Context: an optimization exercise on an open-source flow, tuned for small area, a short achievable clock period and few clock cycles. The choices shown serve that exercise and are no tape-out recipe. At most, simulation tests tie the RTL to the original design; equivalence was not proved.

==> flow/design.v <==
module pred_expand (
    input  wire        clk,
    input  wire        rst,
    input  wire        cmd_valid,
    output wire        cmd_ready,
    input  wire [14:0] cmd_size,
    input  wire        in_valid,
    output wire        in_ready,
    input  wire [7:0]  in_data,
    input  wire        in_last,
    output wire        out_valid,
    input  wire        out_ready,
    output wire [7:0]  out_data,
    output wire        done_valid,
    output wire        done_err
);
    reg st_idle, st_hdr, st_res, st_zero, st_end, st_done;
    reg [14:0] remain;       
    reg [5:0]  opos;         
    reg        emit_d;
    reg [2:0]  pred;
    reg [2:0]  k;
    reg        c;
    reg        seen_last;
    reg        err;
    reg [31:0] bbuf;         
    reg [5:0]  rp;           
    reg [2:0]  wp;           
    wire [5:0] bcnt = {wp, 3'd0} - rp;    
    reg        t_valid;
    reg [8:0]  t_u;
    reg        o_valid;
    reg [7:0]  o_data;
    reg [7:0]  hist [1:7];
    wire o_free  = !o_valid || out_ready;
    wire x_take  = t_valid && o_free;
    wire t_free  = !t_valid || o_free;
    wire active  = st_hdr || st_res || st_zero;
    wire [2:0] slots = wp - rp[5:3];
    wire [3:0] rpk7  = {1'b0, rp[2:0]} + {1'b0, k};
    wire room    = !slots[2] ||
                   (st_res && t_free && (rpk7 >= 4'd7)) ||
                   (st_hdr && t_free && (rp[2:0] >= 3'd5));
    assign in_ready = !seen_last && ((active && room) || st_end);
    wire in_fire = in_valid && in_ready;
    wire [31:0] r1 = rp[0] ? {bbuf[0],    bbuf[31:1]}  : bbuf;
    wire [31:0] r2 = rp[1] ? {r1[1:0],    r1[31:2]}    : r1;
    wire [31:0] r3 = rp[2] ? {r2[3:0],    r2[31:4]}    : r2;
    wire [31:0] r4 = rp[3] ? {r3[7:0],    r3[31:8]}    : r3;
    wire [23:0] w  = rp[4] ? {r4[7:0],    r4[31:16]}   : r4[23:0];
    reg  [15:0] ones;        
    reg  [15:0] zoh;         
    reg  [6:0]  fw;          
    integer i, j;
    always @(*) begin
        for (j = 0; j < 16; j = j + 1)
            ones[j] = &(w[15:0] | ~({16{1'b1}} >> (15 - j)));
        zoh[0] = !w[0];
        for (j = 1; j < 16; j = j + 1)
            zoh[j] = !w[j] && ones[j-1];
        for (i = 0; i < 7; i = i + 1) begin
            fw[i] = 1'b0;
            for (j = 0; j < 16; j = j + 1)
                fw[i] = fw[i] | (zoh[j] & w[j + 1 + i]);
        end
    end
    wire        esc = ones[15];
    wire [3:0]  z;
    assign z[3] = ones[7];
    assign z[2] = (ones[3] && !ones[7]) || ones[11];
    assign z[1] = (ones[1] && !ones[3]) || (ones[5] && !ones[7]) ||
                  (ones[9] && !ones[11]) || ones[13];
    assign z[0] = (ones[0] && !ones[1]) || (ones[2] && !ones[3]) ||
                  (ones[4] && !ones[5]) || (ones[6] && !ones[7]) ||
                  (ones[8] && !ones[9]) || (ones[10] && !ones[11]) ||
                  (ones[12] && !ones[13]) || ones[14];
    reg  [8:0]  u_n;
    always @(*) begin
        for (i = 0; i < 9; i = i + 1)
            u_n[i] = (i < k) ? fw[i] : (i - k < 4) ? z[i - k] : 1'b0;
    end
    wire [7:0]  u_e    = w[23:16];
    wire [8:0]  u9     = esc ? {1'b0, u_e} : u_n;
    wire [6:0]  bck    = {1'b0, bcnt} - 7'd1 - {4'd0, k};
    reg  [15:0] zm;          
    always @(*) begin
        for (j = 0; j < 16; j = j + 1)
            zm[j] = !bck[6] && (bck[5:0] >= j[5:0]);
    end
    wire        have_n = |(~w[15:0] & zm);
    wire        have_e = (bcnt >= 6'd24);
    wire        have_r = have_n || (esc && have_e);
    reg  [7:0]  above_k, from_km1;
    always @(*) begin
        for (j = 0; j < 8; j = j + 1) begin
            above_k[j]  = (j > k);
            from_km1[j] = (j + 1 >= k);
        end
    end
    wire        grow   = esc ? |(u_e & above_k) : (w[0] && w[1]);
    wire        shrink = (k != 3'd0) && (esc ? !(|(u_e & from_km1)) : (!w[0] && !w[k]));
    wire [2:0]  k_inc  = (k == 3'd7) ? 3'd7 : k + 3'd1;
    wire [2:0]  k_dec  = k - 3'd1;
    wire [2:0]  k_next = grow ? k_inc : (shrink && c) ? k_dec : k;
    wire        c_next = shrink && !c && !grow;
    wire        hdr_zero = (w[2:0] == 3'd7);
    wire        have_h   = hdr_zero ? (bcnt >= 6'd3) : (bcnt >= 6'd6);
    wire act_hdr = st_hdr  && t_free;
    wire act_res = st_res  && t_free;
    wire act_zer = st_zero && t_free;
    wire take_h  = act_hdr && have_h;
    wire take_r  = act_res && have_r;
    wire starved = ((act_hdr && !have_h) || (act_res && !have_r)) && seen_last;
    wire emit    = take_r || act_zer;
    wire last_job    = emit_d ? (remain == 15'd2) : (remain == 15'd1);
    wire last_stripe = emit_d ? (opos == 6'd62)   : (opos == 6'd63);
    wire [5:0] rpk    = rp + 6'd1 + {3'd0, k};
    wire [5:0] rz3    = z[3] ? rpk + 6'd8 : rpk;
    wire [5:0] rz2    = z[2] ? rz3 + 6'd4 : rz3;
    wire [5:0] rz1    = z[1] ? rz2 + 6'd2 : rz2;
    wire [5:0] rz0    = z[0] ? rz1 + 6'd1 : rz1;
    wire [5:0] rp_res = esc ? rp + 6'd24 : rz0;
    wire [5:0] rp_hdr = rp + (hdr_zero ? 6'd3 : 6'd6);
    reg [7:0] pa;
    always @(*) begin
        case (pred)
            3'd0:    pa = o_data;
            3'd1:    pa = hist[1];
            3'd2:    pa = hist[3];
            3'd3:    pa = hist[7];
            3'd4:    pa = {o_data[6:0], 1'b0};
            default: pa = 8'd0;
        endcase
    end
    wire       p4  = (pred == 3'd4);
    wire [7:0] pb  = p4 ? ~hist[1] : 8'd0;
    wire [7:0] r   = t_u[8:1] ^ {8{t_u[0]}};
    wire [7:0] cs  = pa ^ pb ^ r;
    wire [7:0] cc  = (pa & pb) | (pa & r) | (pb & r);
    wire [7:0] cb  = {cc[6:0], p4};
    wire [4:0] slo = {1'b0, cs[3:0]} + {1'b0, cb[3:0]};
    wire [3:0] sh0 = cs[7:4] + cb[7:4];
    wire [3:0] sh1 = cs[7:4] + cb[7:4] + 4'd1;
    wire [7:0] sum = {slo[4] ? sh1 : sh0, slo[3:0]};
    reg  [7:0] x;
    always @(*) begin
        case (pred)
            3'd5:    x = t_u[7:0] ^ hist[7];
            3'd7:    x = 8'd0;
            default: x = sum;
        endcase
    end
    assign out_valid  = o_valid;
    assign out_data   = o_data;
    assign cmd_ready  = st_idle;
    assign done_valid = st_done;
    assign done_err   = err;
    integer n;
    always @(posedge clk) begin
        if (in_fire) begin
            case (wp[1:0])
                2'd0: bbuf[7:0]   <= in_data;
                2'd1: bbuf[15:8]  <= in_data;
                2'd2: bbuf[23:16] <= in_data;
                default: bbuf[31:24] <= in_data;
            endcase
        end
        if (t_free) t_u <= u9;
        if (x_take) begin
            o_data  <= x;
            hist[1] <= o_data;
            for (n = 2; n < 8; n = n + 1) hist[n] <= hist[n-1];
        end
        if (rst) begin
            st_idle   <= 1'b1;
            st_hdr    <= 1'b0;
            st_res    <= 1'b0;
            st_zero   <= 1'b0;
            st_end    <= 1'b0;
            st_done   <= 1'b0;
            pred      <= 3'd0;
            k         <= 3'd0;
            c         <= 1'b0;
            t_valid   <= 1'b0;
            o_valid   <= 1'b0;
        end else begin
            if (take_r)      rp <= rp_res;
            else if (take_h) rp <= rp_hdr;
            wp <= wp + {2'b0, in_fire};
            if (in_fire && in_last) seen_last <= 1'b1;
            if (emit)        t_valid <= 1'b1;
            else if (x_take) t_valid <= 1'b0;
            if (x_take)         o_valid <= 1'b1;
            else if (out_ready) o_valid <= 1'b0;
            if (take_h) begin
                pred <= w[2:0];
                k    <= w[5:3];
                c    <= 1'b0;
            end
            if (take_r) begin
                k <= k_next;
                c <= c_next;
            end
            emit_d <= emit;
            if (emit_d) begin
                remain <= remain - 15'd1;
                opos   <= opos + 6'd1;
            end
            if (st_idle && cmd_valid) begin
                st_idle <= 1'b0;
                st_hdr  <= 1'b1;
                remain  <= cmd_size;
            end
            if (take_h) begin
                st_hdr  <= 1'b0;
                st_zero <= hdr_zero;
                st_res  <= !hdr_zero;
            end
            if (emit && (last_job || last_stripe)) begin
                st_res  <= 1'b0;
                st_zero <= 1'b0;
                st_end  <= last_job;
                st_hdr  <= !last_job;
            end
            if (starved) begin
                err     <= 1'b1;
                st_hdr  <= 1'b0;
                st_res  <= 1'b0;
                st_end  <= 1'b1;
            end
            if (st_end && seen_last && !t_valid && o_free) begin
                st_end  <= 1'b0;
                st_done <= 1'b1;
            end
            if (st_done) begin
                st_done <= 1'b0;
                st_idle <= 1'b1;
            end
        end
        if (rst || st_idle) begin
            opos      <= 6'd0;
            emit_d    <= 1'b0;
            rp        <= 6'd0;
            wp        <= 3'd0;
            seen_last <= 1'b0;
            err       <= 1'b0;
            o_data    <= 8'd0;
            for (n = 1; n < 8; n = n + 1) hist[n] <= 8'd0;
        end
    end
endmodule
Settings: LEC_CHECK=0, ABC_AREA=1, CAP_MARGIN=20, CORE_MARGIN=2, CORE_UTILIZATION=40, PLACE_DENSITY=0.6, SETUP_SLACK_MARGIN=2.5, SLEW_MARGIN=20; clock period 6.5 ns.
run.sh (not shown) runs the stock make flow with config.mk's settings and CLKGATE_MAP_FILE= SYNTH_SCRIPT=/design/flow/synth_recipe.tcl, a recipe that flattens the netlist after the stock synthesis.
Testbench counts at the start, summed over its fixed seeds: cycles 409,183.
Rerun with:
--- a/flow/design.v
+++ b/flow/design.v
@@ -36,14 +36,16 @@
     wire x_take  = t_valid && o_free;
     wire t_free  = !t_valid || o_free;
     wire active  = st_hdr || st_res || st_zero;
     wire [2:0] slots = wp - rp[5:3];
     wire [3:0] rpk7  = {1'b0, rp[2:0]} + {1'b0, k};
-    wire room    = !slots[2] ||
-                   (st_res && t_free && (rpk7 >= 4'd7)) ||
-                   (st_hdr && t_free && (rp[2:0] >= 3'd5));
-    assign in_ready = !seen_last && ((active && room) || st_end);
+    wire room_ext    = (st_res && (rpk7 >= 4'd7)) || (st_hdr && (rp[2:0] >= 3'd5));
+    wire t_free_reg  = !t_valid || !o_valid;
+    wire rdy_base    = !seen_last && ((active && !slots[2]) || st_end);
+    wire rdy_if_free = !seen_last && active && room_ext;
+    wire rdy_now     = rdy_base || (rdy_if_free && t_free_reg);
+    assign in_ready  = rdy_now || (rdy_if_free && out_ready);
     wire in_fire = in_valid && in_ready;
     wire [31:0] r1 = rp[0] ? {bbuf[0],    bbuf[31:1]}  : bbuf;
     wire [31:0] r2 = rp[1] ? {r1[1:0],    r1[31:2]}    : r1;
     wire [31:0] r3 = rp[2] ? {r2[3:0],    r2[31:4]}    : r2;
     wire [31:0] r4 = rp[3] ? {r3[7:0],    r3[31:8]}    : r3;
Effect: The new run completed with no timing, DRC or antenna violations; worst setup slack is worse by 0.024 ns; hold slack is worse by 0.0034 ns; register-to-register slack is about the same; via count came out lower by 2.0%; clock skew stays flat; cell count came out lower by 1.9%; global-route usage hardly moves.
Testbench counts after the change, summed over its fixed seeds: cycles 409,183.


trial 21:
// pred_expand: RTL as listed in full above, without the edits since
clock: 6.5 ns
lec_check: 0
abc_area: 1
cap_margin: 20
core_margin: 2
core_utilization: 40
place_density: 0.6
setup_slack_margin: 2.75
slew_margin: 20
Testbench counts of trial 21, summed over its fixed seeds: cycles 409,183.
Input-level comparison between build 78 and trial 21:
--- a/flow/design.v
+++ b/flow/design.v
@@ -35,16 +35,18 @@
     wire o_free  = !o_valid || out_ready;
     wire x_take  = t_valid && o_free;
     wire t_free  = !t_valid || o_free;
     wire active  = st_hdr || st_res || st_zero;
     wire [2:0] slots = wp - rp[5:3];
     wire [3:0] rpk7  = {1'b0, rp[2:0]} + {1'b0, k};
-    wire room    = !slots[2] ||
-                   (st_res && t_free && (rpk7 >= 4'd7)) ||
-                   (st_hdr && t_free && (rp[2:0] >= 3'd5));
-    assign in_ready = !seen_last && ((active && room) || st_end);
+    wire room_ext    = (st_res && (rpk7 >= 4'd7)) || (st_hdr && (rp[2:0] >= 3'd5));
+    wire t_free_reg  = !t_valid || !o_valid;
+    wire rdy_base    = !seen_last && ((active && !slots[2]) || st_end);
+    wire rdy_if_free = !seen_last && active && room_ext;
+    wire rdy_now     = rdy_base || (rdy_if_free && t_free_reg);
+    assign in_ready  = rdy_now || (rdy_if_free && out_ready);
     wire in_fire = in_valid && in_ready;
     wire [31:0] r1 = rp[0] ? {bbuf[0],    bbuf[31:1]}  : bbuf;
     wire [31:0] r2 = rp[1] ? {r1[1:0],    r1[31:2]}    : r1;
     wire [31:0] r3 = rp[2] ? {r2[3:0],    r2[31:4]}    : r2;
     wire [31:0] r4 = rp[3] ? {r3[7:0],    r3[31:8]}    : r3;
     wire [23:0] w  = rp[4] ? {r4[7:0],    r4[31:16]}   : r4[23:0];
--- outcome ---
Timing, DRC, antenna: 0 failures across build 78 and trial 21
Cell count along the critical path: trial 21 vs build 78 identical
Re multiplexer share of the synthesized area: build 78 and trial 21 aren't equal, and the higher value belongs to build 78.
Maximum frequency: build 78 and trial 21 compared, higher one is build 78
The higher multi-input gate share of total cell area came out of trial 21.
Diff trial 21 -> build 78 | layout inverter count without the clock tree | up by more than 10%
Build 78 against trial 21; design area is down by a few percent.
Compared with trial 21, in build 78 final wirelength lower, setup slack higher.
Testbench counts of build 78, summed over its fixed seeds: cycles 409,183.


## 02-16
Another version of the RTL of pred_expand (not shown whole).
Size: roughly 2,000 cells after synthesis, about 160 flip-flops, roughly 42 I/O pins, roughly 13,000 µm² of cells after synthesis.
// pred_expand
module pred_expand (
    input  wire        clk,
    input  wire        rst,
    input  wire        cmd_valid,
    output wire        cmd_ready,
    input  wire [14:0] cmd_size,
    input  wire        in_valid,
    output wire        in_ready,
    input  wire [7:0]  in_data,
    input  wire        in_last,
    output wire        out_valid,
    input  wire        out_ready,
    output wire [7:0]  out_data,
    output wire        done_valid,
    output wire        done_err
);
clock: 6.5 ns
lec_check: 0
abc_area: 1
cap_margin: 20
core_margin: 2
core_utilization: 40
place_density: 0.6
setup_slack_margin: 2
slew_margin: 20
### 02-16 -> 04-14
--- a/flow/design.v
+++ b/flow/design.v
@@ -103,26 +103,27 @@
     wire last_job    = emit_d ? (remain == 15'd2) : (remain == 15'd1);
     wire last_stripe = emit_d ? (opos == 6'd62)   : (opos == 6'd63);
     wire [4:0] rpk    = rp + 5'd1 + {2'd0, k};
     wire [4:0] rz3    = z[3] ? rpk + 5'd8 : rpk;
     wire [4:0] rz2    = z[2] ? rz3 + 5'd4 : rz3;
     wire [4:0] rz1    = z[1] ? rz2 + 5'd2 : rz2;
     wire [4:0] rz0    = z[0] ? rz1 + 5'd1 : rz1;
     wire [4:0] rp_res = esc ? {rp[4:3] + 2'd3, rp[2:0]} : rz0;
     wire [4:0] rp_hdr = rp + (hdr_zero ? 5'd3 : 5'd6);
-    wire [5:0] bck    = bcnt - 6'd1 - {3'd0, k};
+    wire [5:0] bc_in  = bcnt + {in_fire, 3'd0};
+    wire [5:0] bck    = bc_in - 6'd1 - {3'd0, k};
     wire [5:0] bz3    = z[3] ? bck - 6'd8 : bck;
     wire [5:0] bz2    = z[2] ? bz3 - 6'd4 : bz3;
     wire [5:0] bz1    = z[1] ? bz2 - 6'd2 : bz2;
     wire [5:0] bz0    = z[0] ? bz1 - 6'd1 : bz1;
-    wire [5:0] bc_res = esc ? bcnt - 6'd24 : bz0;
-    wire [5:0] bc_hdr = bcnt - (hdr_zero ? 6'd3 : 6'd6);
-    wire [5:0] bc_dec = take_r ? bc_res : take_h ? bc_hdr : bcnt;
+    wire [5:0] bc_res = esc ? bc_in - 6'd24 : bz0;
+    wire [5:0] bc_hdr = bc_in - (hdr_zero ? 6'd3 : 6'd6);
+    wire [5:0] bc_dec = take_r ? bc_res : take_h ? bc_hdr : bc_in;
     reg [7:0] p;
     always @(*) begin
         case (pred)
             3'd0:    p = o_data;
             3'd1:    p = hist[1];
             3'd2:    p = hist[3];
             3'd3:    p = hist[7];
             3'd4:    p = {o_data[6:0], 1'b0} - hist[1];
             default: p = 8'd0;
@@ -177,19 +178,19 @@
             rp        <= 5'd0;
             wp        <= 2'd0;
             bcnt      <= 6'd0;
             t_valid   <= 1'b0;
             o_valid   <= 1'b0;
         end else begin
             if (take_r)      rp <= rp_res;
             else if (take_h) rp <= rp_hdr;
             wp   <= wp + {1'b0, in_fire};
-            bcnt <= bc_dec + {in_fire, 3'd0};
+            bcnt <= bc_dec;
             if (in_fire && in_last) seen_last <= 1'b1;
             if (emit)        t_valid <= 1'b1;
             else if (x_take) t_valid <= 1'b0;
             if (x_take)         o_valid <= 1'b1;
             else if (out_ready) o_valid <= 1'b0;
             if (take_h) begin
                 pred <= w[2:0];
                 k    <= w[5:3];
                 c    <= 1'b0;
Findings:
- Worst reg2reg path depth delta for 04-14 relative to 02-16: about 14% higher
- Re tapcell count: no difference whatsoever between 02-16 and 04-14.
- When 04-14 is measured against 02-16, its total core area turns out 1.0% higher.
- 04-14 vs 02-16 — detailed route wirelength on metal3 rose 6.5%.
- Relative to 02-16, 04-14 improves setup slack of the critical path after layout.
- Diff 02-16 -> 04-14: die area +about 2%; minimum period implied by the final worst setup slack -0.032 ns.
- 04-14: multi-input gate share of the layout cell area higher than 02-16
- Synthesized area in 04-14 is 2.1% above 02-16.
Testbench counts of 04-14, summed over its fixed seeds: cycles 416,914.
The RTL of 02-16 was laid out without a check of its function.

-- static timing again, ports no longer ideal --
The results above use ideal ports. As a check the final layouts listed here were re-extracted and re-timed, cells and wires unchanged.
Step 1: set_driving_cell puts a clkbuf_16 on clk and a buf_2 on each other input, an assumption about the parent block.
Step 2 times the ports against the registers' clock, not the clock port: input delays grow and output delays shrink by t, the midpoint of the rising clock arrivals with the driver on.
Slacks: ideal / step 1 / step 2; pairs: ideal / step 1.
run | t, ns | setup WS [ns] | worst slew at a driven data input, ns
the first run of note 1 | 0.489 | 2.703 / 2.676 / 2.628 | 0.03
the second run of note 1 | 0.488 | 2.679 / 2.654 / 2.654 | 0.04
trial 21 | 0.491 | 2.790 / 2.769 / 2.362 | 0.03
build 78 | 0.492 | 2.832 / 2.804 / 2.804 | 0.04
02-16 | 0.492 | 2.281 / 2.281 / 2.219 | 0.04
04-14 | 0.497 | 2.313 / 2.313 / 2.030 | 0.04
After both steps every run listed still meets setup and hold. For trial 21, which loses most, drivers alone change the setup slack by -0.021 ns; drivers and shift together by -0.428 ns.
